Background: an optimization exercise with open tools, aiming at small area, a short achievable clock period and few clock cycles per item. Do not read the settings as production practice.
At most, simulation tests tie the RTL to the original design; equivalence was not proved.
Function not checked in run 2: the RTL went through the layout flow alone.
No activity file was given, so power comes from the tool's default toggle rates.

==> flow/design.v (outline; a module is shown in full before it is edited, if it fits) <==
// module warp_offset: 1476 lines
module warp_offset (
    input  wire         clk,
    input  wire         rst,
    input  wire         in_valid,
    output wire         in_ready,
    input  wire [14:0]  in_x,
    input  wire [23:0]  in_row,
    input  wire [23:0]  in_rows,
    input  wire [7:0]   in_pitch,
    input  wire [7:0]   in_beam_slow,
    input  wire [7:0]   in_facet_slow,
    input  wire [7:0]   in_slip,
    input  wire [7:0]   in_scr_w_m1,
    input  wire [7:0]   in_scr_h_m1,
    input  wire [7:0]   in_scr_x0,
    input  wire [7:0]   in_scr_y0,
    output wire [7:0]   node_addr_a,
    output wire [7:0]   node_addr_b,
    input  wire [15:0]  node_data_a,
    input  wire [15:0]  node_data_b,
    output wire [24:0]  src_row_a,
    output wire [24:0]  src_row_b,
    output wire [14:0]  src_col,
    input  wire [7:0]   src_data_a,
    input  wire [7:0]   src_data_b,
    output wire [15:0]  scr_cell,
    input  wire [119:0] scr_data,
    output wire         out_valid,
    input  wire         out_ready,
    output wire [15:0]  out_offset,
    output wire         out_clamp,
    output wire [24:0]  out_ra,
    output wire [4:0]   out_w,
    output wire [24:0]  out_rn,
    output wire [7:0]   out_c,
    output wire [3:0]   out_level
);
  // ...
==> flow/flow/run.sh <==
#!/bin/bash
# The standard layout, with ORFS's timing repair aimed at a tighter
# setup target than the clock period (the SDC itself is unchanged).
# Gate cloning is off so that no register is duplicated.
set -euo pipefail
bash standard.sh SETUP_SLACK_MARGIN=9.4 SKIP_GATE_CLONING=1 finish > standard_make.log 2>&1
==> flow/standard.sh <==
#!/bin/bash
# synth_recipe.tcl (not shown) runs the flow's synth.tcl, then flattens the netlist and writes it again
# the make line also repeats each setting of config.mk as NAME=value (left out here)
make -C /OpenROAD-flow-scripts/flow DESIGN_CONFIG=/design/flow/config.mk WORK_HOME=/design/flow/orfs CLKGATE_MAP_FILE= SYNTH_SCRIPT=/design/flow/synth_recipe.tcl "${@:-finish}"
==> flow/config.mk <==
export PLATFORM = sky130hd
export DESIGN_NAME = warp_offset
export DESIGN_NICKNAME = warp_offset
export VERILOG_FILES = /design/flow/design.v
export SDC_FILE = /design/flow/constraint.sdc
export NUM_CORES = 4
export LEC_CHECK = 0
export CAP_MARGIN = 20
export CORE_MARGIN = 2
export CORE_UTILIZATION = 55
export CTS_CLUSTER_DIAMETER = 100
export CTS_CLUSTER_SIZE = 24
export PLACE_DENSITY = 0.7
export SLEW_MARGIN = 20
==> flow/constraint.sdc <==
create_clock -name core_clock -period 14.0 [get_ports {clk}]
set_input_delay 2.8000 -clock core_clock [delete_from_list [all_inputs] [get_ports {clk}]]
set_output_delay 2.8000 -clock core_clock [all_outputs]
set_load 0.01 [all_outputs]
==> results.rst, run 1 <==
.. list-table::
   :header-rows: 1

   * - Metric
     - Value
   * - Initial cell density of the core
     - 55.3%
   * - Multi-input gate share of total cell area
     - 29.3%
   * - Cell with the largest stage delay on the worst path
     - sky130_fd_sc_hd__fa_2
   * - Via count of the first global-routing pass
     - 63.5k
   * - Highest routing layer actually used
     - met5
   * - RSZ-0062 raised after global routing
     - true
   * - Run status
     - finished clean
   * - Power Total
     - 34400 µW
   * - Count of antenna diodes in the layout
     - 3
   * - Top-Level Pins
     - 482
   * - Number of signal-net buffers in the layout
     - 936
   * - Worst IR Drop VDD
     - 0.442 mV
   * - Count of non-filler cells in the finished layout
     - 11.9k
   * - Most common flop cell mapped by yosys
     - sky130_fd_sc_hd__edfxtp_1
   * - Count of flip-flops with a built-in enable after synthesis
     - 2536
   * - Worst min-delay path endpoint
     - r_q15[1]
   * - Number of nets still failing antenna checks after routing
     - 0
   * - Setup Skew
     - 0.0472 ns
   * - Total track usage
     - 19.3%
   * - Number of rows in the core area
     - 170
   * - Area of the core
     - 0.214 mm²
   * - Horizontal die dimension
     - 468 µm
   * - TritonCTS clock tree
     - done
   * - Synth-to-Final Area Change
     - 15.2%
   * - Actual transition at the worst max-transition pin
     - 1.07 ns
   * - Post-Layout Inst Area
     - 0.137 mm²
Testbench counts, summed over its fixed seeds: cycles 1,776, items 1,600.
==> run 2: changes to the inputs <==
--- a/flow/design.v
+++ b/flow/design.v
@@ -59,2 +59,3 @@
     reg v22;
+    reg v23;
     reg  sv;         
@@ -62,3 +63,3 @@
     wire adv    = ~sv;
-    wire o_free = ~v22 | out_ready;
+    wire o_free = ~v23 | out_ready;
     wire o_load = sv ? out_ready : o_free;
@@ -66,6 +67,6 @@
     assign in_ready  = adv;
-    assign out_valid = v22;
+    assign out_valid = v23;
     always @(posedge clk) begin
         if (rst) begin
-            v1 <= 1'b0; v2 <= 1'b0; v3 <= 1'b0; v4 <= 1'b0; v5 <= 1'b0; v6 <= 1'b0; v7 <= 1'b0; v8 <= 1'b0; v9 <= 1'b0; v10 <= 1'b0; v11 <= 1'b0; v12 <= 1'b0; v13 <= 1'b0; v14 <= 1'b0; v15 <= 1'b0; v16 <= 1'b0; v17 <= 1'b0; v18 <= 1'b0; v19 <= 1'b0; v20 <= 1'b0; v21 <= 1'b0; v22 <= 1'b0;
+            v1 <= 1'b0; v2 <= 1'b0; v3 <= 1'b0; v4 <= 1'b0; v5 <= 1'b0; v6 <= 1'b0; v7 <= 1'b0; v8 <= 1'b0; v9 <= 1'b0; v10 <= 1'b0; v11 <= 1'b0; v12 <= 1'b0; v13 <= 1'b0; v14 <= 1'b0; v15 <= 1'b0; v16 <= 1'b0; v17 <= 1'b0; v18 <= 1'b0; v19 <= 1'b0; v20 <= 1'b0; v21 <= 1'b0; v22 <= 1'b0; v23 <= 1'b0;
             sv <= 1'b0;
@@ -76,3 +77,3 @@
                 if (out_ready) begin
-                    v22 <= 1'b1;
+                    v23 <= 1'b1;
                     sv <= 1'b0;
@@ -101,4 +102,5 @@
             v21 <= v20;
-                if (o_free) v22 <= v21;
-                else sv <= v21;
+            v22 <= v21;
+                if (o_free) v23 <= v22;
+                else sv <= v22;
             end
@@ -131,2 +133,3 @@
     reg  [14:0] x_q18;
+    reg  [14:0] x_q19;
     wire [23:0] r_w;
@@ -149,2 +152,3 @@
     reg  [23:0] r_q17;
+    reg  [23:0] r_q18;
     wire [6:0] pm_w;
@@ -165,2 +169,3 @@
     reg  [6:0] pm_q15;
+    reg  [6:0] pm_q16;
     wire [9:0] s3_w;
@@ -239,2 +244,3 @@
     reg  [7:0] dr_q17;
+    reg  [7:0] dr_q18;
     wire [0:0] sathi_w;
@@ -290,3 +296,5 @@
     wire [7:0] k_w;
+    reg  [7:0] k_q5;
     wire [0:0] sat_w;
+    reg  [0:0] sat_q5;
     wire [6:0] fr_w;
@@ -295,13 +303,12 @@
     reg  [6:0] fr_q7;
-    wire [7:0] nada_w;
-    reg  [7:0] nada_q5;
-    reg  [7:0] nada_q6;
-    wire [7:0] nadb_w;
-    reg  [7:0] nadb_q5;
-    reg  [7:0] nadb_q6;
+    reg  [6:0] fr_q8;
     wire [7:0] a1_w;
     reg  [7:0] a1_q6;
+    reg  [7:0] a1_q7;
+    wire [15:0] na_d_w;
     wire [15:0] na_w;
+    wire [15:0] nb_d_w;
     wire [15:0] nb_w;
     wire [16:0] d_w;
+    reg  [16:0] d_q7;
     wire [0:0] s_w;
@@ -317,4 +324,5 @@
     reg  [0:0] s_q16;
+    reg  [0:0] s_q17;
     wire [15:0] du_w;
-    reg  [15:0] du_q7;
+    reg  [15:0] du_q8;
     wire [16:0] nap_w;
@@ -330,59 +338,31 @@
     reg  [16:0] nap_q16;
+    reg  [16:0] nap_q17;
     wire [6:0] hh_w;
+    reg  [6:0] hh_q7;
     wire [7:0] add_w;
-    wire [22:0] mp0_w;
-    wire [22:0] mp1_w;
-    wire [22:0] mp2_w;
-    wire [22:0] mp3_w;
-    wire [22:0] mp4_w;
-    wire [22:0] mp5_w;
-    wire [22:0] mp6_w;
-    wire [22:0] mp7_w;
-    reg  [22:0] mp7_q7;
-    wire [22:0] mc0_0s_w;
-    wire [22:0] mc0_0c_w;
-    wire [22:0] mc0_2s_w;
-    wire [22:0] mc0_2c_w;
-    wire [22:0] mc1_0s_w;
-    wire [22:0] mc1_0c_w;
-    wire [22:0] mc1_2s_w;
-    wire [22:0] mc1_2c_w;
-    wire [22:0] mc2_0s_w;
-    wire [22:0] mc2_0c_w;
-    wire [22:0] mc3_0s_w;
-    wire [22:0] mc3_0c_w;
+    reg  [7:0] add_q8;
     wire [22:0] v_w;
+    reg  [22:0] v_q9;
     wire [6:0] vr0_w;
-    reg  [6:0] vr0_q8;
     wire [0:0] vb15_w;
-    reg  [0:0] vb15_q8;
     wire [0:0] vb14_w;
-    reg  [0:0] vb14_q8;
     wire [0:0] vb13_w;
-    reg  [0:0] vb13_q8;
-    reg  [0:0] vb13_q9;
+    reg  [0:0] vb13_q10;
     wire [0:0] vb12_w;
-    reg  [0:0] vb12_q8;
-    reg  [0:0] vb12_q9;
+    reg  [0:0] vb12_q10;
     wire [0:0] vb11_w;
-    reg  [0:0] vb11_q8;
-    reg  [0:0] vb11_q9;
     reg  [0:0] vb11_q10;
+    reg  [0:0] vb11_q11;
     wire [0:0] vb10_w;
-    reg  [0:0] vb10_q8;
-    reg  [0:0] vb10_q9;
     reg  [0:0] vb10_q10;
+    reg  [0:0] vb10_q11;
     wire [0:0] vb9_w;
-    reg  [0:0] vb9_q8;
-    reg  [0:0] vb9_q9;
     reg  [0:0] vb9_q10;
     reg  [0:0] vb9_q11;
+    reg  [0:0] vb9_q12;
     wire [0:0] vb8_w;
-    reg  [0:0] vb8_q8;
-    reg  [0:0] vb8_q9;
     reg  [0:0] vb8_q10;
     reg  [0:0] vb8_q11;
+    reg  [0:0] vb8_q12;
     wire [0:0] vb7_w;
-    reg  [0:0] vb7_q8;
-    reg  [0:0] vb7_q9;
     reg  [0:0] vb7_q10;
@@ -390,5 +370,4 @@
     reg  [0:0] vb7_q12;
+    reg  [0:0] vb7_q13;
     wire [0:0] vb6_w;
-    reg  [0:0] vb6_q8;
-    reg  [0:0] vb6_q9;
     reg  [0:0] vb6_q10;
@@ -396,5 +375,4 @@
     reg  [0:0] vb6_q12;
+    reg  [0:0] vb6_q13;
     wire [0:0] vb5_w;
-    reg  [0:0] vb5_q8;
-    reg  [0:0] vb5_q9;
     reg  [0:0] vb5_q10;
@@ -403,5 +381,4 @@
     reg  [0:0] vb5_q13;
+    reg  [0:0] vb5_q14;
     wire [0:0] vb4_w;
-    reg  [0:0] vb4_q8;
-    reg  [0:0] vb4_q9;
     reg  [0:0] vb4_q10;
@@ -410,5 +387,4 @@
     reg  [0:0] vb4_q13;
+    reg  [0:0] vb4_q14;
     wire [0:0] vb3_w;
-    reg  [0:0] vb3_q8;
-    reg  [0:0] vb3_q9;
     reg  [0:0] vb3_q10;
@@ -418,5 +394,4 @@
     reg  [0:0] vb3_q14;
+    reg  [0:0] vb3_q15;
     wire [0:0] vb2_w;
-    reg  [0:0] vb2_q8;
-    reg  [0:0] vb2_q9;
     reg  [0:0] vb2_q10;
@@ -426,5 +401,4 @@
     reg  [0:0] vb2_q14;
+    reg  [0:0] vb2_q15;
     wire [0:0] vb1_w;
-    reg  [0:0] vb1_q8;
-    reg  [0:0] vb1_q9;
     reg  [0:0] vb1_q10;
@@ -435,5 +409,4 @@
     reg  [0:0] vb1_q15;
+    reg  [0:0] vb1_q16;
     wire [0:0] vb0_w;
-    reg  [0:0] vb0_q8;
-    reg  [0:0] vb0_q9;
     reg  [0:0] vb0_q10;
@@ -444,5 +417,5 @@
     reg  [0:0] vb0_q15;
+    reg  [0:0] vb0_q16;
     wire [8:0] qd_t0_w;
     wire [0:0] qd_q0_w;
-    reg  [0:0] qd_q0_q9;
     reg  [0:0] qd_q0_q10;
@@ -453,2 +426,3 @@
     reg  [0:0] qd_q0_q15;
+    reg  [0:0] qd_q0_q16;
     wire [6:0] qd_r0_w;
@@ -456,3 +430,2 @@
     wire [0:0] qd_q1_w;
-    reg  [0:0] qd_q1_q9;
     reg  [0:0] qd_q1_q10;
@@ -463,7 +436,7 @@
     reg  [0:0] qd_q1_q15;
+    reg  [0:0] qd_q1_q16;
     wire [6:0] qd_r1_w;
-    reg  [6:0] qd_r1_q9;
+    reg  [6:0] qd_r1_q10;
     wire [8:0] qd_t2_w;
     wire [0:0] qd_q2_w;
-    reg  [0:0] qd_q2_q10;
     reg  [0:0] qd_q2_q11;
@@ -473,2 +446,3 @@
     reg  [0:0] qd_q2_q15;
+    reg  [0:0] qd_q2_q16;
     wire [6:0] qd_r2_w;
@@ -476,3 +450,2 @@
     wire [0:0] qd_q3_w;
-    reg  [0:0] qd_q3_q10;
     reg  [0:0] qd_q3_q11;
@@ -482,7 +455,7 @@
     reg  [0:0] qd_q3_q15;
+    reg  [0:0] qd_q3_q16;
     wire [6:0] qd_r3_w;
-    reg  [6:0] qd_r3_q10;
+    reg  [6:0] qd_r3_q11;
     wire [8:0] qd_t4_w;
     wire [0:0] qd_q4_w;
-    reg  [0:0] qd_q4_q11;
     reg  [0:0] qd_q4_q12;
@@ -491,2 +464,3 @@
     reg  [0:0] qd_q4_q15;
+    reg  [0:0] qd_q4_q16;
     wire [6:0] qd_r4_w;
@@ -494,3 +468,2 @@
     wire [0:0] qd_q5_w;
-    reg  [0:0] qd_q5_q11;
     reg  [0:0] qd_q5_q12;
@@ -499,7 +472,7 @@
     reg  [0:0] qd_q5_q15;
+    reg  [0:0] qd_q5_q16;
     wire [6:0] qd_r5_w;
-    reg  [6:0] qd_r5_q11;
+    reg  [6:0] qd_r5_q12;
     wire [8:0] qd_t6_w;
     wire [0:0] qd_q6_w;
-    reg  [0:0] qd_q6_q12;
     reg  [0:0] qd_q6_q13;
@@ -507,2 +480,3 @@
     reg  [0:0] qd_q6_q15;
+    reg  [0:0] qd_q6_q16;
     wire [6:0] qd_r6_w;
@@ -510,3 +484,2 @@
     wire [0:0] qd_q7_w;
-    reg  [0:0] qd_q7_q12;
     reg  [0:0] qd_q7_q13;
@@ -514,9 +487,10 @@
     reg  [0:0] qd_q7_q15;
+    reg  [0:0] qd_q7_q16;
     wire [6:0] qd_r7_w;
-    reg  [6:0] qd_r7_q12;
+    reg  [6:0] qd_r7_q13;
     wire [8:0] qd_t8_w;
     wire [0:0] qd_q8_w;
-    reg  [0:0] qd_q8_q13;
     reg  [0:0] qd_q8_q14;
     reg  [0:0] qd_q8_q15;
+    reg  [0:0] qd_q8_q16;
     wire [6:0] qd_r8_w;
@@ -524,11 +498,11 @@
     wire [0:0] qd_q9_w;
-    reg  [0:0] qd_q9_q13;
     reg  [0:0] qd_q9_q14;
     reg  [0:0] qd_q9_q15;
+    reg  [0:0] qd_q9_q16;
     wire [6:0] qd_r9_w;
-    reg  [6:0] qd_r9_q13;
+    reg  [6:0] qd_r9_q14;
     wire [8:0] qd_t10_w;
     wire [0:0] qd_q10_w;
-    reg  [0:0] qd_q10_q14;
     reg  [0:0] qd_q10_q15;
+    reg  [0:0] qd_q10_q16;
     wire [6:0] qd_r10_w;
@@ -536,9 +510,9 @@
     wire [0:0] qd_q11_w;
-    reg  [0:0] qd_q11_q14;
     reg  [0:0] qd_q11_q15;
+    reg  [0:0] qd_q11_q16;
     wire [6:0] qd_r11_w;
-    reg  [6:0] qd_r11_q14;
+    reg  [6:0] qd_r11_q15;
     wire [8:0] qd_t12_w;
     wire [0:0] qd_q12_w;
-    reg  [0:0] qd_q12_q15;
+    reg  [0:0] qd_q12_q16;
     wire [6:0] qd_r12_w;
@@ -546,5 +520,5 @@
     wire [0:0] qd_q13_w;
-    reg  [0:0] qd_q13_q15;
+    reg  [0:0] qd_q13_q16;
     wire [6:0] qd_r13_w;
-    reg  [6:0] qd_r13_q15;
+    reg  [6:0] qd_r13_q16;
     wire [8:0] qd_t14_w;
@@ -556,3 +530,3 @@
     wire [15:0] qm_w;
-    reg  [15:0] qm_q16;
+    reg  [15:0] qm_q17;
     wire [16:0] sum_w;
@@ -561,3 +535,2 @@
     wire [11:0] o_w;
-    reg  [11:0] o_q17;
     reg  [11:0] o_q18;
@@ -567,4 +540,4 @@
     reg  [11:0] o_q22;
+    reg  [11:0] o_q23;
     wire [0:0] clamp_w;
-    reg  [0:0] clamp_q17;
     reg  [0:0] clamp_q18;
@@ -574,5 +547,5 @@
     reg  [0:0] clamp_q22;
+    reg  [0:0] clamp_q23;
     wire [25:0] ra26_w;
     wire [24:0] ra_w;
-    reg  [24:0] ra_q18;
     reg  [24:0] ra_q19;
@@ -581,10 +554,11 @@
     reg  [24:0] ra_q22;
+    reg  [24:0] ra_q23;
     wire [0:0] ina_w;
-    reg  [0:0] ina_q18;
     reg  [0:0] ina_q19;
+    reg  [0:0] ina_q20;
     wire [0:0] inb_w;
-    reg  [0:0] inb_q18;
     reg  [0:0] inb_q19;
+    reg  [0:0] inb_q20;
     wire [24:0] ra1_w;
-    reg  [24:0] ra1_q18;
+    reg  [24:0] ra1_q19;
     wire [7:0] sda_d_w;
@@ -608,5 +582,5 @@
     wire [12:0] f4s_w;
-    reg  [12:0] f4s_q20;
+    reg  [12:0] f4s_q21;
     wire [12:0] f4c_w;
-    reg  [12:0] f4c_q20;
+    reg  [12:0] f4c_q21;
     wire [9:0] xd_t0_w;
@@ -765,13 +739,16 @@
     reg  [15:0] cell_q19;
+    reg  [15:0] cell_q20;
     wire [12:0] csum2_w;
     wire [7:0] c_w;
-    reg  [7:0] c_q21;
     reg  [7:0] c_q22;
+    reg  [7:0] c_q23;
     wire [14:0] cmpv_d_w;
     wire [14:0] cmpv_w;
-    reg  [14:0] cmpv_q21;
+    reg  [14:0] cmpv_q22;
     wire [3:0] lvl_w;
-    reg  [3:0] lvl_q22;
+    reg  [3:0] lvl_q23;
     wire [24:0] rn_w;
-    reg  [24:0] rn_q22;
+    reg  [24:0] rn_q23;
+    reg  [15:0] na_h;
+    reg  [15:0] nb_h;
     reg  [7:0] sda_h;
@@ -818,101 +795,81 @@
     assign fr_w = sat_w ? 7'd0 : kd_r7_w;
-    assign nada_w = sat_w ? 8'hFF : k_w;
-    assign nadb_w = k_w + 8'd1;
     assign a1_w = {1'b0, fr_q5} + {2'b0, pm_q5[6:1]};
-    assign na_w = node_data_a;
-    assign nb_w = node_data_b;
+    assign na_d_w = node_data_a;
+    assign na_w = hv ? na_h : na_d_w;
+    assign nb_d_w = node_data_b;
+    assign nb_w = hv ? nb_h : nb_d_w;
     assign d_w = {nb_w[15], nb_w} - {na_w[15], na_w};
     assign s_w = d_w[16];
-    assign du_w = d_w[15:0] ^ {16{s_w}};
+    assign du_w = d_q7[15:0] ^ {16{s_q7}};
     assign nap_w = {na_w[15], na_w} + {{7{s3_q6[9]}}, s3_q6};
     assign hh_w = {1'b0, pm_q6[6:1]} + {6'd0, pm_q6[0]};
-    assign add_w = s_w ? a1_q6 : {1'b0, hh_w};
-    assign mp0_w = {7'd0, fr_q7[0] ? du_q7 : 16'd0};
-    assign mp1_w = {6'd0, fr_q7[1] ? du_q7 : 16'd0, 1'd0};
-    assign mp2_w = {5'd0, fr_q7[2] ? du_q7 : 16'd0, 2'd0};
-    assign mp3_w = {4'd0, fr_q7[3] ? du_q7 : 16'd0, 3'd0};
-    assign mp4_w = {3'd0, fr_q7[4] ? du_q7 : 16'd0, 4'd0};
-    assign mp5_w = {2'd0, fr_q7[5] ? du_q7 : 16'd0, 5'd0};
-    assign mp6_w = {1'd0, fr_q7[6] ? du_q7 : 16'd0, 6'd0};
-    assign mp7_w = {15'd0, add_w};
-    assign mc0_0s_w = mp0_w ^ mp1_w ^ mp2_w;
-    assign mc0_0c_w = {((mp0_w & mp1_w) | (mp0_w & mp2_w) | (mp1_w & mp2_w)), 1'b0};
-    assign mc0_2s_w = mp3_w ^ mp4_w ^ mp5_w;
-    assign mc0_2c_w = {((mp3_w & mp4_w) | (mp3_w & mp5_w) | (mp4_w & mp5_w)), 1'b0};
-    assign mc1_0s_w = mc0_0s_w ^ mc0_0c_w ^ mc0_2s_w;
-    assign mc1_0c_w = {((mc0_0s_w & mc0_0c_w) | (mc0_0s_w & mc0_2s_w) | (mc0_0c_w & mc0_2s_w)), 1'b0};
-    assign mc1_2s_w = mc0_2c_w ^ mp6_w ^ mp7_q7;
-    assign mc1_2c_w = {((mc0_2c_w & mp6_w) | (mc0_2c_w & mp7_q7) | (mp6_w & mp7_q7)), 1'b0};
-    assign mc2_0s_w = mc1_0s_w ^ mc1_0c_w ^ mc1_2s_w;
-    assign mc2_0c_w = {((mc1_0s_w & mc1_0c_w) | (mc1_0s_w & mc1_2s_w) | (mc1_0c_w & mc1_2s_w)), 1'b0};
-    assign mc3_0s_w = mc2_0s_w ^ mc2_0c_w ^ mc1_2c_w;
-    assign mc3_0c_w = {((mc2_0s_w & mc2_0c_w) | (mc2_0s_w & mc1_2c_w) | (mc2_0c_w & mc1_2c_w)), 1'b0};
-    assign v_w = mc3_0s_w + mc3_0c_w;
-    assign vr0_w = v_w[22:16];
-    assign vb15_w = v_w[15];
-    assign vb14_w = v_w[14];
-    assign vb13_w = v_w[13];
-    assign vb12_w = v_w[12];
-    assign vb11_w = v_w[11];
-    assign vb10_w = v_w[10];
-    assign vb9_w = v_w[9];
-    assign vb8_w = v_w[8];
-    assign vb7_w = v_w[7];
-    assign vb6_w = v_w[6];
-    assign vb5_w = v_w[5];
-    assign vb4_w = v_w[4];
-    assign vb3_w = v_w[3];
-    assign vb2_w = v_w[2];
-    assign vb1_w = v_w[1];
-    assign vb0_w = v_w[0];
-    assign qd_t0_w = {1'b0, 8'({vr0_q8, vb15_q8})} + {2'b11, ~pm_q8};
+    assign add_w = s_q7 ? a1_q7 : {1'b0, hh_q7};
+    assign v_w = {7'd0, du_q8} * {16'd0, fr_q8} + {15'd0, add_q8};
+    assign vr0_w = v_q9[22:16];
+    assign vb15_w = v_q9[15];
+    assign vb14_w = v_q9[14];
+    assign vb13_w = v_q9[13];
+    assign vb12_w = v_q9[12];
+    assign vb11_w = v_q9[11];
+    assign vb10_w = v_q9[10];
+    assign vb9_w = v_q9[9];
+    assign vb8_w = v_q9[8];
+    assign vb7_w = v_q9[7];
+    assign vb6_w = v_q9[6];
+    assign vb5_w = v_q9[5];
+    assign vb4_w = v_q9[4];
+    assign vb3_w = v_q9[3];
+    assign vb2_w = v_q9[2];
+    assign vb1_w = v_q9[1];
+    assign vb0_w = v_q9[0];
+    assign qd_t0_w = {1'b0, 8'({vr0_w, vb15_w})} + {2'b11, ~pm_q9};
     assign qd_q0_w = ~qd_t0_w[8];
-    assign qd_r0_w = qd_q0_w ? qd_t0_w[6:0] : 7'({vr0_q8, vb15_q8});
-    assign qd_t1_w = {1'b0, 8'({qd_r0_w, vb14_q8})} + {2'b11, ~pm_q8};
+    assign qd_r0_w = qd_q0_w ? qd_t0_w[6:0] : 7'({vr0_w, vb15_w});
+    assign qd_t1_w = {1'b0, 8'({qd_r0_w, vb14_w})} + {2'b11, ~pm_q9};
     assign qd_q1_w = ~qd_t1_w[8];
-    assign qd_r1_w = qd_q1_w ? qd_t1_w[6:0] : 7'({qd_r0_w, vb14_q8});
-    assign qd_t2_w = {1'b0, 8'({qd_r1_q9, vb13_q9})} + {2'b11, ~pm_q9};
+    assign qd_r1_w = qd_q1_w ? qd_t1_w[6:0] : 7'({qd_r0_w, vb14_w});
+    assign qd_t2_w = {1'b0, 8'({qd_r1_q10, vb13_q10})} + {2'b11, ~pm_q10};
     assign qd_q2_w = ~qd_t2_w[8];
-    assign qd_r2_w = qd_q2_w ? qd_t2_w[6:0] : 7'({qd_r1_q9, vb13_q9});
-    assign qd_t3_w = {1'b0, 8'({qd_r2_w, vb12_q9})} + {2'b11, ~pm_q9};
+    assign qd_r2_w = qd_q2_w ? qd_t2_w[6:0] : 7'({qd_r1_q10, vb13_q10});
+    assign qd_t3_w = {1'b0, 8'({qd_r2_w, vb12_q10})} + {2'b11, ~pm_q10};
     assign qd_q3_w = ~qd_t3_w[8];
-    assign qd_r3_w = qd_q3_w ? qd_t3_w[6:0] : 7'({qd_r2_w, vb12_q9});
-    assign qd_t4_w = {1'b0, 8'({qd_r3_q10, vb11_q10})} + {2'b11, ~pm_q10};
+    assign qd_r3_w = qd_q3_w ? qd_t3_w[6:0] : 7'({qd_r2_w, vb12_q10});
+    assign qd_t4_w = {1'b0, 8'({qd_r3_q11, vb11_q11})} + {2'b11, ~pm_q11};
     assign qd_q4_w = ~qd_t4_w[8];
-    assign qd_r4_w = qd_q4_w ? qd_t4_w[6:0] : 7'({qd_r3_q10, vb11_q10});
-    assign qd_t5_w = {1'b0, 8'({qd_r4_w, vb10_q10})} + {2'b11, ~pm_q10};
+    assign qd_r4_w = qd_q4_w ? qd_t4_w[6:0] : 7'({qd_r3_q11, vb11_q11});
+    assign qd_t5_w = {1'b0, 8'({qd_r4_w, vb10_q11})} + {2'b11, ~pm_q11};
     assign qd_q5_w = ~qd_t5_w[8];
-    assign qd_r5_w = qd_q5_w ? qd_t5_w[6:0] : 7'({qd_r4_w, vb10_q10});
-    assign qd_t6_w = {1'b0, 8'({qd_r5_q11, vb9_q11})} + {2'b11, ~pm_q11};
+    assign qd_r5_w = qd_q5_w ? qd_t5_w[6:0] : 7'({qd_r4_w, vb10_q11});
+    assign qd_t6_w = {1'b0, 8'({qd_r5_q12, vb9_q12})} + {2'b11, ~pm_q12};
     assign qd_q6_w = ~qd_t6_w[8];
-    assign qd_r6_w = qd_q6_w ? qd_t6_w[6:0] : 7'({qd_r5_q11, vb9_q11});
-    assign qd_t7_w = {1'b0, 8'({qd_r6_w, vb8_q11})} + {2'b11, ~pm_q11};
+    assign qd_r6_w = qd_q6_w ? qd_t6_w[6:0] : 7'({qd_r5_q12, vb9_q12});
+    assign qd_t7_w = {1'b0, 8'({qd_r6_w, vb8_q12})} + {2'b11, ~pm_q12};
     assign qd_q7_w = ~qd_t7_w[8];
-    assign qd_r7_w = qd_q7_w ? qd_t7_w[6:0] : 7'({qd_r6_w, vb8_q11});
-    assign qd_t8_w = {1'b0, 8'({qd_r7_q12, vb7_q12})} + {2'b11, ~pm_q12};
+    assign qd_r7_w = qd_q7_w ? qd_t7_w[6:0] : 7'({qd_r6_w, vb8_q12});
+    assign qd_t8_w = {1'b0, 8'({qd_r7_q13, vb7_q13})} + {2'b11, ~pm_q13};
     assign qd_q8_w = ~qd_t8_w[8];
-    assign qd_r8_w = qd_q8_w ? qd_t8_w[6:0] : 7'({qd_r7_q12, vb7_q12});
-    assign qd_t9_w = {1'b0, 8'({qd_r8_w, vb6_q12})} + {2'b11, ~pm_q12};
+    assign qd_r8_w = qd_q8_w ? qd_t8_w[6:0] : 7'({qd_r7_q13, vb7_q13});
+    assign qd_t9_w = {1'b0, 8'({qd_r8_w, vb6_q13})} + {2'b11, ~pm_q13};
     assign qd_q9_w = ~qd_t9_w[8];
-    assign qd_r9_w = qd_q9_w ? qd_t9_w[6:0] : 7'({qd_r8_w, vb6_q12});
-    assign qd_t10_w = {1'b0, 8'({qd_r9_q13, vb5_q13})} + {2'b11, ~pm_q13};
+    assign qd_r9_w = qd_q9_w ? qd_t9_w[6:0] : 7'({qd_r8_w, vb6_q13});
+    assign qd_t10_w = {1'b0, 8'({qd_r9_q14, vb5_q14})} + {2'b11, ~pm_q14};
     assign qd_q10_w = ~qd_t10_w[8];
-    assign qd_r10_w = qd_q10_w ? qd_t10_w[6:0] : 7'({qd_r9_q13, vb5_q13});
-    assign qd_t11_w = {1'b0, 8'({qd_r10_w, vb4_q13})} + {2'b11, ~pm_q13};
+    assign qd_r10_w = qd_q10_w ? qd_t10_w[6:0] : 7'({qd_r9_q14, vb5_q14});
+    assign qd_t11_w = {1'b0, 8'({qd_r10_w, vb4_q14})} + {2'b11, ~pm_q14};
     assign qd_q11_w = ~qd_t11_w[8];
-    assign qd_r11_w = qd_q11_w ? qd_t11_w[6:0] : 7'({qd_r10_w, vb4_q13});
-    assign qd_t12_w = {1'b0, 8'({qd_r11_q14, vb3_q14})} + {2'b11, ~pm_q14};
+    assign qd_r11_w = qd_q11_w ? qd_t11_w[6:0] : 7'({qd_r10_w, vb4_q14});
+    assign qd_t12_w = {1'b0, 8'({qd_r11_q15, vb3_q15})} + {2'b11, ~pm_q15};
     assign qd_q12_w = ~qd_t12_w[8];
-    assign qd_r12_w = qd_q12_w ? qd_t12_w[6:0] : 7'({qd_r11_q14, vb3_q14});
-    assign qd_t13_w = {1'b0, 8'({qd_r12_w, vb2_q14})} + {2'b11, ~pm_q14};
+    assign qd_r12_w = qd_q12_w ? qd_t12_w[6:0] : 7'({qd_r11_q15, vb3_q15});
+    assign qd_t13_w = {1'b0, 8'({qd_r12_w, vb2_q15})} + {2'b11, ~pm_q15};
     assign qd_q13_w = ~qd_t13_w[8];
-    assign qd_r13_w = qd_q13_w ? qd_t13_w[6:0] : 7'({qd_r12_w, vb2_q14});
-    assign qd_t14_w = {1'b0, 8'({qd_r13_q15, vb1_q15})} + {2'b11, ~pm_q15};
+    assign qd_r13_w = qd_q13_w ? qd_t13_w[6:0] : 7'({qd_r12_w, vb2_q15});
+    assign qd_t14_w = {1'b0, 8'({qd_r13_q16, vb1_q16})} + {2'b11, ~pm_q16};
     assign qd_q14_w = ~qd_t14_w[8];
-    assign qd_r14_w = qd_q14_w ? qd_t14_w[6:0] : 7'({qd_r13_q15, vb1_q15});
-    assign qd_t15_w = {1'b0, 8'({qd_r14_w, vb0_q15})} + {2'b11, ~pm_q15};
+    assign qd_r14_w = qd_q14_w ? qd_t14_w[6:0] : 7'({qd_r13_q16, vb1_q16});
+    assign qd_t15_w = {1'b0, 8'({qd_r14_w, vb0_q16})} + {2'b11, ~pm_q16};
     assign qd_q15_w = ~qd_t15_w[8];
-    assign qd_r15_w = qd_q15_w ? qd_t15_w[6:0] : 7'({qd_r14_w, vb0_q15});
-    assign qm_w = {qd_q0_q15, qd_q1_q15, qd_q2_q15, qd_q3_q15, qd_q4_q15, qd_q5_q15, qd_q6_q15, qd_q7_q15, qd_q8_q15, qd_q9_q15, qd_q10_q15, qd_q11_q15, qd_q12_q15, qd_q13_q15, qd_q14_w, qd_q15_w};
-    assign sum_w = nap_q16 + {s_q16, qm_q16 ^ {16{s_q16}}} + {16'd0, s_q16};
+    assign qd_r15_w = qd_q15_w ? qd_t15_w[6:0] : 7'({qd_r14_w, vb0_q16});
+    assign qm_w = {qd_q0_q16, qd_q1_q16, qd_q2_q16, qd_q3_q16, qd_q4_q16, qd_q5_q16, qd_q6_q16, qd_q7_q16, qd_q8_q16, qd_q9_q16, qd_q10_q16, qd_q11_q16, qd_q12_q16, qd_q13_q16, qd_q14_w, qd_q15_w};
+    assign sum_w = nap_q17 + {s_q17, qm_q17 ^ {16{s_q17}}} + {16'd0, s_q17};
     assign chi_w = ~sum_w[16] & (sum_w[15:11] != 5'd0);
@@ -921,7 +878,7 @@
     assign clamp_w = chi_w | clo_w;
-    assign ra26_w = {2'b0, r_q17} + {{19{o_q17[11]}}, o_q17[11:5]};
+    assign ra26_w = {2'b0, r_q18} + {{19{o_q18[11]}}, o_q18[11:5]};
     assign ra_w = ra26_w[24:0];
-    assign ina_w = ~ra26_w[25] & ($signed(dr_q17) > $signed(o_q17[11:5]));
-    assign inb_w = (~ra26_w[25] | (&ra26_w)) & ($signed({dr_q17[7], dr_q17}) > $signed({{2{o_q17[11]}}, o_q17[11:5]}) + 9'sd1);
-    assign ra1_w = r_q17 + {{18{o_q17[11]}}, o_q17[11:5]} + 25'd1;
+    assign ina_w = ~ra26_w[25] & ($signed(dr_q18) > $signed(o_q18[11:5]));
+    assign inb_w = (~ra26_w[25] | (&ra26_w)) & ($signed({dr_q18[7], dr_q18}) > $signed({{2{o_q18[11]}}, o_q18[11:5]}) + 9'sd1);
+    assign ra1_w = r_q18 + {{18{o_q18[11]}}, o_q18[11:5]} + 25'd1;
     assign sda_d_w = src_data_a;
@@ -930,10 +887,10 @@
     assign sdb_w = hv ? sdb_h : sdb_d_w;
-    assign sa_w = ina_q19 ? sda_w : 8'd0;
-    assign sb_w = inb_q19 ? sdb_w : 8'd0;
+    assign sa_w = ina_q20 ? sda_w : 8'd0;
+    assign sb_w = inb_q20 ? sdb_w : 8'd0;
     assign cr0_w = {5'd0, sa_w};
-    assign cr1_w = {5'd0, (o_q19[0] ? sb_w : sa_w)};
-    assign cr2_w = {4'd0, (o_q19[1] ? sb_w : sa_w), 1'd0};
-    assign cr3_w = {3'd0, (o_q19[2] ? sb_w : sa_w), 2'd0};
-    assign cr4_w = {2'd0, (o_q19[3] ? sb_w : sa_w), 3'd0};
-    assign cr5_w = {1'd0, (o_q19[4] ? sb_w : sa_w), 4'd0};
+    assign cr1_w = {5'd0, (o_q20[0] ? sb_w : sa_w)};
+    assign cr2_w = {4'd0, (o_q20[1] ? sb_w : sa_w), 1'd0};
+    assign cr3_w = {3'd0, (o_q20[2] ? sb_w : sa_w), 2'd0};
+    assign cr4_w = {2'd0, (o_q20[3] ? sb_w : sa_w), 3'd0};
+    assign cr5_w = {1'd0, (o_q20[4] ? sb_w : sa_w), 4'd0};
     assign f1s_w = cr0_w ^ cr1_w ^ cr2_w;
@@ -1067,3 +1024,3 @@
     assign cell_w = cellm_q14 + {8'd0, xe_r7_q14};
-    assign csum2_w = f4s_q20 + f4c_q20 + 13'd16;
+    assign csum2_w = f4s_q21 + f4c_q21 + 13'd16;
     assign c_w = csum2_w[12:5];
@@ -1071,4 +1028,4 @@
     assign cmpv_w = hv ? cmpv_h : cmpv_d_w;
-    assign lvl_w = {3'd0, cmpv_q21[0]} + {3'd0, cmpv_q21[1]} + {3'd0, cmpv_q21[2]} + {3'd0, cmpv_q21[3]} + {3'd0, cmpv_q21[4]} + {3'd0, cmpv_q21[5]} + {3'd0, cmpv_q21[6]} + {3'd0, cmpv_q21[7]} + {3'd0, cmpv_q21[8]} + {3'd0, cmpv_q21[9]} + {3'd0, cmpv_q21[10]} + {3'd0, cmpv_q21[11]} + {3'd0, cmpv_q21[12]} + {3'd0, cmpv_q21[13]} + {3'd0, cmpv_q21[14]};
-    assign rn_w = ra_q21 + {24'd0, o_q21[4]};
+    assign lvl_w = {3'd0, cmpv_q22[0]} + {3'd0, cmpv_q22[1]} + {3'd0, cmpv_q22[2]} + {3'd0, cmpv_q22[3]} + {3'd0, cmpv_q22[4]} + {3'd0, cmpv_q22[5]} + {3'd0, cmpv_q22[6]} + {3'd0, cmpv_q22[7]} + {3'd0, cmpv_q22[8]} + {3'd0, cmpv_q22[9]} + {3'd0, cmpv_q22[10]} + {3'd0, cmpv_q22[11]} + {3'd0, cmpv_q22[12]} + {3'd0, cmpv_q22[13]} + {3'd0, cmpv_q22[14]};
+    assign rn_w = ra_q22 + {24'd0, o_q22[4]};
     always @(posedge clk) begin
@@ -1093,2 +1050,3 @@
             x_q18 <= x_q17;
+            x_q19 <= x_q18;
             r_q1 <= r_w;
@@ -1110,2 +1068,3 @@
             r_q17 <= r_q16;
+            r_q18 <= r_q17;
             pm_q1 <= pm_w;
@@ -1125,2 +1084,3 @@
             pm_q15 <= pm_q14;
+            pm_q16 <= pm_q15;
             s3_q1 <= s3_w;
@@ -1192,2 +1152,3 @@
             dr_q17 <= dr_q16;
+            dr_q18 <= dr_q17;
             sathi_q1 <= sathi_w;
@@ -1216,2 +1177,4 @@
             kd_r6_q4 <= kd_r6_w;
+            k_q5 <= k_w;
+            sat_q5 <= sat_w;
             fr_q5 <= fr_w;
@@ -1219,7 +1182,6 @@
             fr_q7 <= fr_q6;
-            nada_q5 <= nada_w;
-            nada_q6 <= nada_q5;
-            nadb_q5 <= nadb_w;
-            nadb_q6 <= nadb_q5;
+            fr_q8 <= fr_q7;
             a1_q6 <= a1_w;
+            a1_q7 <= a1_q6;
+            d_q7 <= d_w;
             s_q7 <= s_w;
@@ -1234,3 +1196,4 @@
             s_q16 <= s_q15;
-            du_q7 <= du_w;
+            s_q17 <= s_q16;
+            du_q8 <= du_w;
             nap_q7 <= nap_w;
@@ -1245,37 +1208,27 @@
             nap_q16 <= nap_q15;
-            mp7_q7 <= mp7_w;
-            vr0_q8 <= vr0_w;
-            vb15_q8 <= vb15_w;
-            vb14_q8 <= vb14_w;
-            vb13_q8 <= vb13_w;
-            vb13_q9 <= vb13_q8;
-            vb12_q8 <= vb12_w;
-            vb12_q9 <= vb12_q8;
-            vb11_q8 <= vb11_w;
-            vb11_q9 <= vb11_q8;
-            vb11_q10 <= vb11_q9;
-            vb10_q8 <= vb10_w;
-            vb10_q9 <= vb10_q8;
-            vb10_q10 <= vb10_q9;
-            vb9_q8 <= vb9_w;
-            vb9_q9 <= vb9_q8;
-            vb9_q10 <= vb9_q9;
+            nap_q17 <= nap_q16;
+            hh_q7 <= hh_w;
+            add_q8 <= add_w;
+            v_q9 <= v_w;
+            vb13_q10 <= vb13_w;
+            vb12_q10 <= vb12_w;
+            vb11_q10 <= vb11_w;
+            vb11_q11 <= vb11_q10;
+            vb10_q10 <= vb10_w;
+            vb10_q11 <= vb10_q10;
+            vb9_q10 <= vb9_w;
             vb9_q11 <= vb9_q10;
-            vb8_q8 <= vb8_w;
-            vb8_q9 <= vb8_q8;
-            vb8_q10 <= vb8_q9;
+            vb9_q12 <= vb9_q11;
+            vb8_q10 <= vb8_w;
             vb8_q11 <= vb8_q10;
-            vb7_q8 <= vb7_w;
-            vb7_q9 <= vb7_q8;
-            vb7_q10 <= vb7_q9;
+            vb8_q12 <= vb8_q11;
+            vb7_q10 <= vb7_w;
             vb7_q11 <= vb7_q10;
             vb7_q12 <= vb7_q11;
-            vb6_q8 <= vb6_w;
-            vb6_q9 <= vb6_q8;
-            vb6_q10 <= vb6_q9;
+            vb7_q13 <= vb7_q12;
+            vb6_q10 <= vb6_w;
             vb6_q11 <= vb6_q10;
             vb6_q12 <= vb6_q11;
-            vb5_q8 <= vb5_w;
-            vb5_q9 <= vb5_q8;
-            vb5_q10 <= vb5_q9;
+            vb6_q13 <= vb6_q12;
+            vb5_q10 <= vb5_w;
             vb5_q11 <= vb5_q10;
@@ -1283,5 +1236,4 @@
             vb5_q13 <= vb5_q12;
-            vb4_q8 <= vb4_w;
-            vb4_q9 <= vb4_q8;
-            vb4_q10 <= vb4_q9;
+            vb5_q14 <= vb5_q13;
+            vb4_q10 <= vb4_w;
             vb4_q11 <= vb4_q10;
@@ -1289,5 +1241,4 @@
             vb4_q13 <= vb4_q12;
-            vb3_q8 <= vb3_w;
-            vb3_q9 <= vb3_q8;
-            vb3_q10 <= vb3_q9;
+            vb4_q14 <= vb4_q13;
+            vb3_q10 <= vb3_w;
             vb3_q11 <= vb3_q10;
@@ -1296,5 +1247,4 @@
             vb3_q14 <= vb3_q13;
-            vb2_q8 <= vb2_w;
-            vb2_q9 <= vb2_q8;
-            vb2_q10 <= vb2_q9;
+            vb3_q15 <= vb3_q14;
+            vb2_q10 <= vb2_w;
             vb2_q11 <= vb2_q10;
@@ -1303,5 +1253,4 @@
             vb2_q14 <= vb2_q13;
-            vb1_q8 <= vb1_w;
-            vb1_q9 <= vb1_q8;
-            vb1_q10 <= vb1_q9;
+            vb2_q15 <= vb2_q14;
+            vb1_q10 <= vb1_w;
             vb1_q11 <= vb1_q10;
@@ -1311,5 +1260,4 @@
             vb1_q15 <= vb1_q14;
-            vb0_q8 <= vb0_w;
-            vb0_q9 <= vb0_q8;
-            vb0_q10 <= vb0_q9;
+            vb1_q16 <= vb1_q15;
+            vb0_q10 <= vb0_w;
             vb0_q11 <= vb0_q10;
@@ -1319,4 +1267,4 @@
             vb0_q15 <= vb0_q14;
-            qd_q0_q9 <= qd_q0_w;
-            qd_q0_q10 <= qd_q0_q9;
+            vb0_q16 <= vb0_q15;
+            qd_q0_q10 <= qd_q0_w;
             qd_q0_q11 <= qd_q0_q10;
@@ -1326,4 +1274,4 @@
             qd_q0_q15 <= qd_q0_q14;
-            qd_q1_q9 <= qd_q1_w;
-            qd_q1_q10 <= qd_q1_q9;
+            qd_q0_q16 <= qd_q0_q15;
+            qd_q1_q10 <= qd_q1_w;
             qd_q1_q11 <= qd_q1_q10;
@@ -1333,5 +1281,5 @@
             qd_q1_q15 <= qd_q1_q14;
-            qd_r1_q9 <= qd_r1_w;
-            qd_q2_q10 <= qd_q2_w;
-            qd_q2_q11 <= qd_q2_q10;
+            qd_q1_q16 <= qd_q1_q15;
+            qd_r1_q10 <= qd_r1_w;
+            qd_q2_q11 <= qd_q2_w;
             qd_q2_q12 <= qd_q2_q11;
@@ -1340,4 +1288,4 @@
             qd_q2_q15 <= qd_q2_q14;
-            qd_q3_q10 <= qd_q3_w;
-            qd_q3_q11 <= qd_q3_q10;
+            qd_q2_q16 <= qd_q2_q15;
+            qd_q3_q11 <= qd_q3_w;
             qd_q3_q12 <= qd_q3_q11;
@@ -1346,5 +1294,5 @@
             qd_q3_q15 <= qd_q3_q14;
-            qd_r3_q10 <= qd_r3_w;
-            qd_q4_q11 <= qd_q4_w;
-            qd_q4_q12 <= qd_q4_q11;
+            qd_q3_q16 <= qd_q3_q15;
+            qd_r3_q11 <= qd_r3_w;
+            qd_q4_q12 <= qd_q4_w;
             qd_q4_q13 <= qd_q4_q12;
@@ -1352,4 +1300,4 @@
             qd_q4_q15 <= qd_q4_q14;
-            qd_q5_q11 <= qd_q5_w;
-            qd_q5_q12 <= qd_q5_q11;
+            qd_q4_q16 <= qd_q4_q15;
+            qd_q5_q12 <= qd_q5_w;
             qd_q5_q13 <= qd_q5_q12;
@@ -1357,30 +1305,30 @@
             qd_q5_q15 <= qd_q5_q14;
-            qd_r5_q11 <= qd_r5_w;
-            qd_q6_q12 <= qd_q6_w;
-            qd_q6_q13 <= qd_q6_q12;
+            qd_q5_q16 <= qd_q5_q15;
+            qd_r5_q12 <= qd_r5_w;
+            qd_q6_q13 <= qd_q6_w;
             qd_q6_q14 <= qd_q6_q13;
             qd_q6_q15 <= qd_q6_q14;
-            qd_q7_q12 <= qd_q7_w;
-            qd_q7_q13 <= qd_q7_q12;
+            qd_q6_q16 <= qd_q6_q15;
+            qd_q7_q13 <= qd_q7_w;
             qd_q7_q14 <= qd_q7_q13;
             qd_q7_q15 <= qd_q7_q14;
-            qd_r7_q12 <= qd_r7_w;
-            qd_q8_q13 <= qd_q8_w;
-            qd_q8_q14 <= qd_q8_q13;
+            qd_q7_q16 <= qd_q7_q15;
+            qd_r7_q13 <= qd_r7_w;
+            qd_q8_q14 <= qd_q8_w;
             qd_q8_q15 <= qd_q8_q14;
-            qd_q9_q13 <= qd_q9_w;
-            qd_q9_q14 <= qd_q9_q13;
+            qd_q8_q16 <= qd_q8_q15;
+            qd_q9_q14 <= qd_q9_w;
             qd_q9_q15 <= qd_q9_q14;
-            qd_r9_q13 <= qd_r9_w;
-            qd_q10_q14 <= qd_q10_w;
-            qd_q10_q15 <= qd_q10_q14;
-            qd_q11_q14 <= qd_q11_w;
-            qd_q11_q15 <= qd_q11_q14;
-            qd_r11_q14 <= qd_r11_w;
-            qd_q12_q15 <= qd_q12_w;
-            qd_q13_q15 <= qd_q13_w;
-            qd_r13_q15 <= qd_r13_w;
-            qm_q16 <= qm_w;
-            o_q17 <= o_w;
-            o_q18 <= o_q17;
+            qd_q9_q16 <= qd_q9_q15;
+            qd_r9_q14 <= qd_r9_w;
+            qd_q10_q15 <= qd_q10_w;
+            qd_q10_q16 <= qd_q10_q15;
+            qd_q11_q15 <= qd_q11_w;
+            qd_q11_q16 <= qd_q11_q15;
+            qd_r11_q15 <= qd_r11_w;
+            qd_q12_q16 <= qd_q12_w;
+            qd_q13_q16 <= qd_q13_w;
+            qd_r13_q16 <= qd_r13_w;
+            qm_q17 <= qm_w;
+            o_q18 <= o_w;
             o_q19 <= o_q18;
@@ -1388,4 +1336,4 @@
             o_q21 <= o_q20;
-            clamp_q17 <= clamp_w;
-            clamp_q18 <= clamp_q17;
+            o_q22 <= o_q21;
+            clamp_q18 <= clamp_w;
             clamp_q19 <= clamp_q18;
@@ -1393,13 +1341,14 @@
             clamp_q21 <= clamp_q20;
-            ra_q18 <= ra_w;
-            ra_q19 <= ra_q18;
+            clamp_q22 <= clamp_q21;
+            ra_q19 <= ra_w;
             ra_q20 <= ra_q19;
             ra_q21 <= ra_q20;
-            ina_q18 <= ina_w;
-            ina_q19 <= ina_q18;
-            inb_q18 <= inb_w;
-            inb_q19 <= inb_q18;
-            ra1_q18 <= ra1_w;
-            f4s_q20 <= f4s_w;
-            f4c_q20 <= f4c_w;
+            ra_q22 <= ra_q21;
+            ina_q19 <= ina_w;
+            ina_q20 <= ina_q19;
+            inb_q19 <= inb_w;
+            inb_q20 <= inb_q19;
+            ra1_q19 <= ra1_w;
+            f4s_q21 <= f4s_w;
+            f4c_q21 <= f4c_w;
             xd_r1_q1 <= xd_r1_w;
@@ -1437,10 +1386,11 @@
             cell_q19 <= cell_q18;
-            c_q21 <= c_w;
-            cmpv_q21 <= cmpv_w;
+            cell_q20 <= cell_q19;
+            c_q22 <= c_w;
+            cmpv_q22 <= cmpv_w;
         end
         if (s_load) begin
-            o_s <= o_q21;
-            clamp_s <= clamp_q21;
-            ra_s <= ra_q21;
-            c_s <= c_q21;
+            o_s <= o_q22;
+            clamp_s <= clamp_q22;
+            ra_s <= ra_q22;
+            c_s <= c_q22;
             lvl_s <= lvl_w;
@@ -1449,10 +1399,12 @@
         if (o_load) begin
-            o_q22 <= sv ? o_s : o_q21;
-            clamp_q22 <= sv ? clamp_s : clamp_q21;
-            ra_q22 <= sv ? ra_s : ra_q21;
-            c_q22 <= sv ? c_s : c_q21;
-            lvl_q22 <= sv ? lvl_s : lvl_w;
-            rn_q22 <= sv ? rn_s : rn_w;
+            o_q23 <= sv ? o_s : o_q22;
+            clamp_q23 <= sv ? clamp_s : clamp_q22;
+            ra_q23 <= sv ? ra_s : ra_q22;
+            c_q23 <= sv ? c_s : c_q22;
+            lvl_q23 <= sv ? lvl_s : lvl_w;
+            rn_q23 <= sv ? rn_s : rn_w;
         end
         if (!adv && !hv) begin
+            na_h <= na_d_w;
+            nb_h <= nb_d_w;
             sda_h <= sda_d_w;
@@ -1462,15 +1414,15 @@
     end
-    assign node_addr_a = sv ? nada_q6 : nada_q5;
-    assign node_addr_b = sv ? nadb_q6 : nadb_q5;
-    assign src_row_a = ra_q18;
-    assign src_row_b = ra1_q18;
-    assign src_col = x_q18;
-    assign scr_cell = cell_q19;
-    assign out_offset = {{4{o_q22[11]}}, o_q22};
-    assign out_clamp = clamp_q22;
-    assign out_w = o_q22[4:0];
-    assign out_ra = ra_q22;
-    assign out_rn = rn_q22;
-    assign out_c = c_q22;
-    assign out_level = lvl_q22;
+    assign node_addr_a = sat_q5 ? 8'hFF : k_q5;
+    assign node_addr_b = k_q5 + 8'd1;
+    assign src_row_a = ra_q19;
+    assign src_row_b = ra1_q19;
+    assign src_col = x_q19;
+    assign scr_cell = cell_q20;
+    assign out_offset = {{4{o_q23[11]}}, o_q23};
+    assign out_clamp = clamp_q23;
+    assign out_w = o_q23[4:0];
+    assign out_ra = ra_q23;
+    assign out_rn = rn_q23;
+    assign out_c = c_q23;
+    assign out_level = lvl_q23;
 endmodule
--- a/flow/config.mk
+++ b/flow/config.mk
@@ -10,4 +10,2 @@
 export CORE_UTILIZATION = 55
-export CTS_CLUSTER_DIAMETER = 100
-export CTS_CLUSTER_SIZE = 24
 export PLACE_DENSITY = 0.7
==> run 2 against run 1 <==
- combinational power barely moved
- global-route usage fell by 0.21 points
- clock power rose by 87%
- die area rose by 3.9%
- worst setup slack got worse by 0.11 ns
- core utilization rose by 2.0 points
- power rose by 12%
- final cell count rose by 4.6%
- sequential cell count rose by 136
- largest cell class unchanged
==> results.rst, run 2 <==
.. list-table::
   :header-rows: 1

   * - Metric
     - Value
   * - Run status
     - finished clean (unchanged)
   * - Synth-to-Final Area Change
     - 18.6% (was 15.2%)
   * - Cell taking the most area after synthesis
     - sky130_fd_sc_hd__edfxtp_1 (unchanged)
   * - Data arrival at the endpoint of the critical path
     - 2.22 ns (was 5.47 ns)
   * - Final period util
     - 35.9% (was 35.1%)
   * - Clock-pin slew on the worst setup and hold paths
     - 0.06 ns (was 0.09 ns)
   * - Required @ worst endpoint
     - 11.20 ns (was 14.56 ns)
   * - Most common cell after layout, fill and taps aside
     - sky130_fd_sc_hd__edfxtp_1 (unchanged)
   * - Largest family of logic cells by synthesized area
     - adder cells (unchanged)
   * - Number of fill cells in the layout
     - 15.7k (was 15.5k)
   * - Top-Level Pins
     - 482 (unchanged)
   * - CTS Hold Bufs
     - 0 (unchanged)
   * - Worst IR Drop VDD
     - 0.557 mV (was 0.442 mV)
   * - Wirelength per Cell
     - 17.8 µm (was 18.2 µm)
   * - Grt ovf
     - 0 (unchanged)
   * - Actual transition at the worst max-transition pin
     - 1.07 ns (about the same)
   * - TritonCTS Buffers
     - 292 (was 120)
   * - DPL Wire Length
     - 148 mm (about the same)
   * - Number of nets in the synthesized netlist
     - 9501 (was 9355)
   * - Wire length of the first global-routing pass
     - 351 mm (was 336 mm)
   * - Pins over their slew limit
     - 0 (unchanged)
   * - Placed cell area
     - 0.132 mm² (was 0.127 mm²)
   * - Number of design rule violations left after detail routing
     - 0 (unchanged)
   * - Area fraction in compound gates after synthesis
     - 5.85% (was 6.39%)
   * - Via count of the first global-routing pass
     - 66.6k (was 63.5k)
   * - Number of nets at the end of the flow
     - 10.6k (was 10.3k)
   * - Post-Layout Inst Area
     - 0.146 mm² (was 0.137 mm²)
   * - Share of the synthesized area in the top cell type
     - 65.5% (was 64.2%)
   * - Post-route worst setup slack
     - 8.98 ns (was 9.09 ns)
   * - Most common flop cell mapped by yosys
     - sky130_fd_sc_hd__edfxtp_1 (unchanged)
   * - Achievable frequency
     - 0.199 GHz (was 0.204 GHz)
   * - Synthesized-area fraction occupied by xor and xnor cells
     - 3.55% (was 3.71%)
   * - TritonCTS clock tree
     - done (unchanged)
   * - Tightest hold margin
     - 0.348 ns (was 0.408 ns)
   * - Multiplexer share of the synthesized area
     - 4.69% (was 4.42%)
   * - Horizontal die dimension
     - 477 µm (was 468 µm)
   * - Total track usage
     - 19.1% (was 19.3%)
   * - Deepest clock path buffer count
     - 4 (was 3)
   * - Initial cell density of the core
     - 55.4% (was 55.3%)
   * - H-tree depth
     - 5 (was 3)
   * - Number of rows in the core area
     - 173 (was 170)
   * - Share of layout cells above drive strength 1
     - 17.5% (was 16.3%)
   * - Count leader, synth
     - sky130_fd_sc_hd__edfxtp_1 (unchanged)
   * - Async SR Flop Fraction
     - 0% (unchanged)
   * - Synth Area per Inst
     - 15.1 µm² (was 14.8 µm²)
   * - Clk root buf
     - sky130_fd_sc_hd__clkbuf_16 (unchanged)
   * - Post-Route WL
     - 222 mm (was 216 mm)
   * - PD cells
     - 263 mW/mm² (was 252 mW/mm²)
   * - RSZ-0062 raised after global routing
     - true (unchanged)
   * - Drt via density
     - 5.28 (was 5.31)
   * - Worst setup SP type
     - flip-flop (was primary input)
   * - Max-cap violation count
     - 0 (unchanged)
   * - Maximum fanout along the worst path
     - 2 (was 6)
   * - Setup-violating endpoint count in the final report
     - 0 (unchanged)
   * - Adder-Cell Fraction of Synth Area
     - 12.1% (was 12.6%)
   * - Area of the die
     - 0.228 mm² (was 0.219 mm²)
   * - Accumulated negative setup slack
     - 0 ns (unchanged)
   * - Sequential fraction of the synthesis area
     - 65.9% (was 64.9%)
   * - Most frequent cells after synthesis
     - sky130_fd_sc_hd__edfxtp_1 (2687), sky130_fd_sc_hd__inv_1 (980), sky130_fd_sc_hd__ha_1 (818) (was sky130_fd_sc_hd__edfxtp_1 (2536), sky130_fd_sc_hd__inv_1 (1007), sky130_fd_sc_hd__ha_1 (816))
   * - Flop and latch count out of synthesis
     - 2712 (was 2576)
   * - Total count of hold-check failures in the final report
     - 0 (unchanged)
   * - Drt pass-1 iters
     - 6 (was 5)
   * - Final worst path period need
     - 5.02 ns (was 4.91 ns)
   * - Setup Skew
     - 0.0734 ns (was 0.0472 ns)
   * - Gate count after technology mapping
     - 8149 (was 8004)
   * - Post-synth design cell area
     - 0.123 mm² (was 0.119 mm²)
   * - Final standard cell utilization of the core
     - 65.7% (was 63.7%)
   * - Count of flip-flops with a built-in enable after synthesis
     - 2687 (was 2536)
   * - Headroom to the max-slew limit
     - 28.7% (was 28.6%)
   * - Post-placement setup slack
     - 7.41 ns (was 7.16 ns)
   * - P_leak
     - 0.0599 µW (was 0.0560 µW)
   * - Maximum number of pins on one net before global-route repair
     - 208 (was 215)
   * - Number of buffers inserted by port buffering
     - 481 (unchanged)
   * - Top area cells in the synthesized netlist
     - sky130_fd_sc_hd__edfxtp_1 (65%), sky130_fd_sc_hd__ha_1 (8.3%), sky130_fd_sc_hd__fa_1 (3.8%), sky130_fd_sc_hd__mux2_2 (3.5%), sky130_fd_sc_hd__inv_1 (3.0%) (was sky130_fd_sc_hd__edfxtp_1 (64%), sky130_fd_sc_hd__ha_1 (8.6%), sky130_fd_sc_hd__fa_1 (4.0%), sky130_fd_sc_hd__mux2_2 (3.4%), sky130_fd_sc_hd__inv_1 (3.2%))
   * - Worst hold path type
     - reg2reg (unchanged)
   * - GPL Wtd Cong
     - 0.862 (was 0.899)
   * - Top library cells by usage in the layout, fill and taps aside
     - sky130_fd_sc_hd__edfxtp_1 (2687), sky130_fd_sc_hd__inv_1 (930), sky130_fd_sc_hd__ha_1 (772), sky130_fd_sc_hd__xnor2_1 (358), sky130_fd_sc_hd__mux2_2 (353) (was sky130_fd_sc_hd__edfxtp_1 (2536), sky130_fd_sc_hd__inv_1 (948), sky130_fd_sc_hd__ha_1 (769), sky130_fd_sc_hd__buf_4 (368), sky130_fd_sc_hd__xnor2_1 (357))
   * - Critical path type
     - reg2out (was in2reg)
   * - Die span in y
     - 477 µm (was 468 µm)
   * - Violation count after the first detailed-routing iteration
     - 3642 (was 3842)
   * - Area of the core
     - 0.223 mm² (was 0.214 mm²)
   * - Number of nets still failing antenna checks after routing
     - 0 (unchanged)
   * - YS warnings
     - 1 (unchanged)
   * - Share of synthesized cell area in and, or, nand and nor gates
     - 4.59% (was 4.47%)
   * - Number of library cell types mapped by synthesis
     - 79 (was 81)
   * - Routed via count
     - 65.6k (was 63.1k)
   * - Crit end category
     - output port (was flip-flop)
   * - Number of antenna violations at the first check in global routing
     - 3 (was 2)
   * - CTS sink count
     - 2712 (was 2576)
   * - Skew-Pair Late Insertion Delay
     - 0.92 ns (was 0.81 ns)
## run 2: changes by cell type in the layout (fill, tap and decap cells not counted), sizes merged, moves of 26 or more
cell	before	now
clkbuf	183	362
and2	81	139
dlygate4sd2	128	170
clkdlybuf4s50	292	255
edfxtp	2536	2687
buf	478	433
nor3	58	91
mux2i	123	151
clkinv	13	115
a21o	194	168
inv	1014	982
nand2	283	217
## run 2: worst max-delay path: stages, from the launching register on
cell                       delay, ns
sky130_fd_sc_hd__edfxtp_1       0.50
sky130_fd_sc_hd__buf_6          0.17
sky130_fd_sc_hd__ha_4           0.15
sky130_fd_sc_hd__and3_4         0.19
sky130_fd_sc_hd__nand3_2        0.06
sky130_fd_sc_hd__xnor2_1        0.11
sky130_fd_sc_hd__buf_2          0.16
## run 2: per-layer routing
| metal | GRT usage (%) | up-vias | wire length (µm) |
|---|---|---|---|
| met5 | 0 | - | 0 |
| met4 | 5.58 | 0 | 5820 |
| met3 | 2.94 | 408 | 8470 |
| met2 | 32.3 | 1145 | 110000 |
| met1 | 25.6 | 32200 | 97000 |
| li1 | - | 31800 | - |
## run 2: metrics by stage
| stage | cells | power [µW] |
|---|---|---|
| 2_1_floorplan | 8149 | 23800 |
| 3_3_place_gp | 11600 | 27400 |
| 3_5_place_dp | 11600 | 27800 |
| 4_1_cts | 12300 | 37200 |
| 5_1_grt | 12400 | 41100 |
| 6_report | 12400 | 38400 |
## run 2: kinds of logic after synthesis
| family | after synthesis |
|---|---|
| AOI/OAI and AO/OA | 1143 |
| xor gates and xnor gates | 499 |
| adders and majority gates | 1053 |
| buffers and inverters | 1078 |
| DFF | 2712 |
| muxes | 530 |
| and+or+nand+nor | 1134 |
## run 2: final cells by class
cell class | count | area (µm²) | share of cell area [%]
Antenna cell | 2 | 5.00 | 0.00342
Clock buffer | 347 | 7640 | 5.23
Tap cell | 2975 | 3720 | 2.55
Sequential cell | 2712 | 81200 | 55.6
Timing Repair Buffer | 894 | 8190 | 5.60
Inverter | 981 | 3710 | 2.54
Multi-Input combinational cell | 4359 | 40300 | 27.6
Clock inverter | 153 | 1420 | 0.969
## run 2: repair_timing
item	CTS	global route
gates resized for setup	669	344
buffers inserted	219	151
pin swaps	191	263
setup endpoints to repair	421	756
## run 2: final timing paths
kind             from        endpoint  slack, ns  cells after the start
max           k_q5[0]  node_addr_b[6]       8.98                      6
min          o_q21[3]        o_q22[3]       0.35                      0
max reg2reg  fr_q8[3]        v_q9[16]       9.08                     20
min reg2reg  o_q21[3]        o_q22[3]       0.35                      0
## run 2: report_power, final
part,internal [µW],switching [µW],leakage [µW],total [µW]
clock,4320,2960,0.00439,7290
combinational,8940,9100,0.0273,18000
sequential,12100,1010,0.0283,13100
total,25400,13100,0.0599,38400

## port drivers added, routing unchanged
No port has a modelled driver above. Below, the same layouts with a new extraction and two added sets of constraints. Step 1: set_driving_cell puts a clkbuf_16 on clk and a buf_2 on each other input, an assumption about the parent block. Step 2 times the ports against the registers' clock, not the clock port: input delays grow and output delays shrink by t, the midpoint of the rising clock arrivals with the driver on. a / b / c = ideal ports / drivers / drivers and shift; a / b = the first two.
run | t, ns | setup WS [ns] | hold WS [ns] | worst register clock-pin slew, ns | cell pins on the clock port's net
run 1 | 0.877 | 9.089 / 9.018 / 8.269 | 0.408 / 0.408 / 0.408 | 0.10 / 0.10 | 1
run 2 | 0.970 | 8.975 / 8.887 / 8.368 | 0.348 / 0.348 / 0.348 | 0.07 / 0.07 | 1
After both steps every run listed still meets setup and hold. For run 1, which loses most, drivers alone change the setup slack by -0.071 ns; drivers and shift together by -0.820 ns.
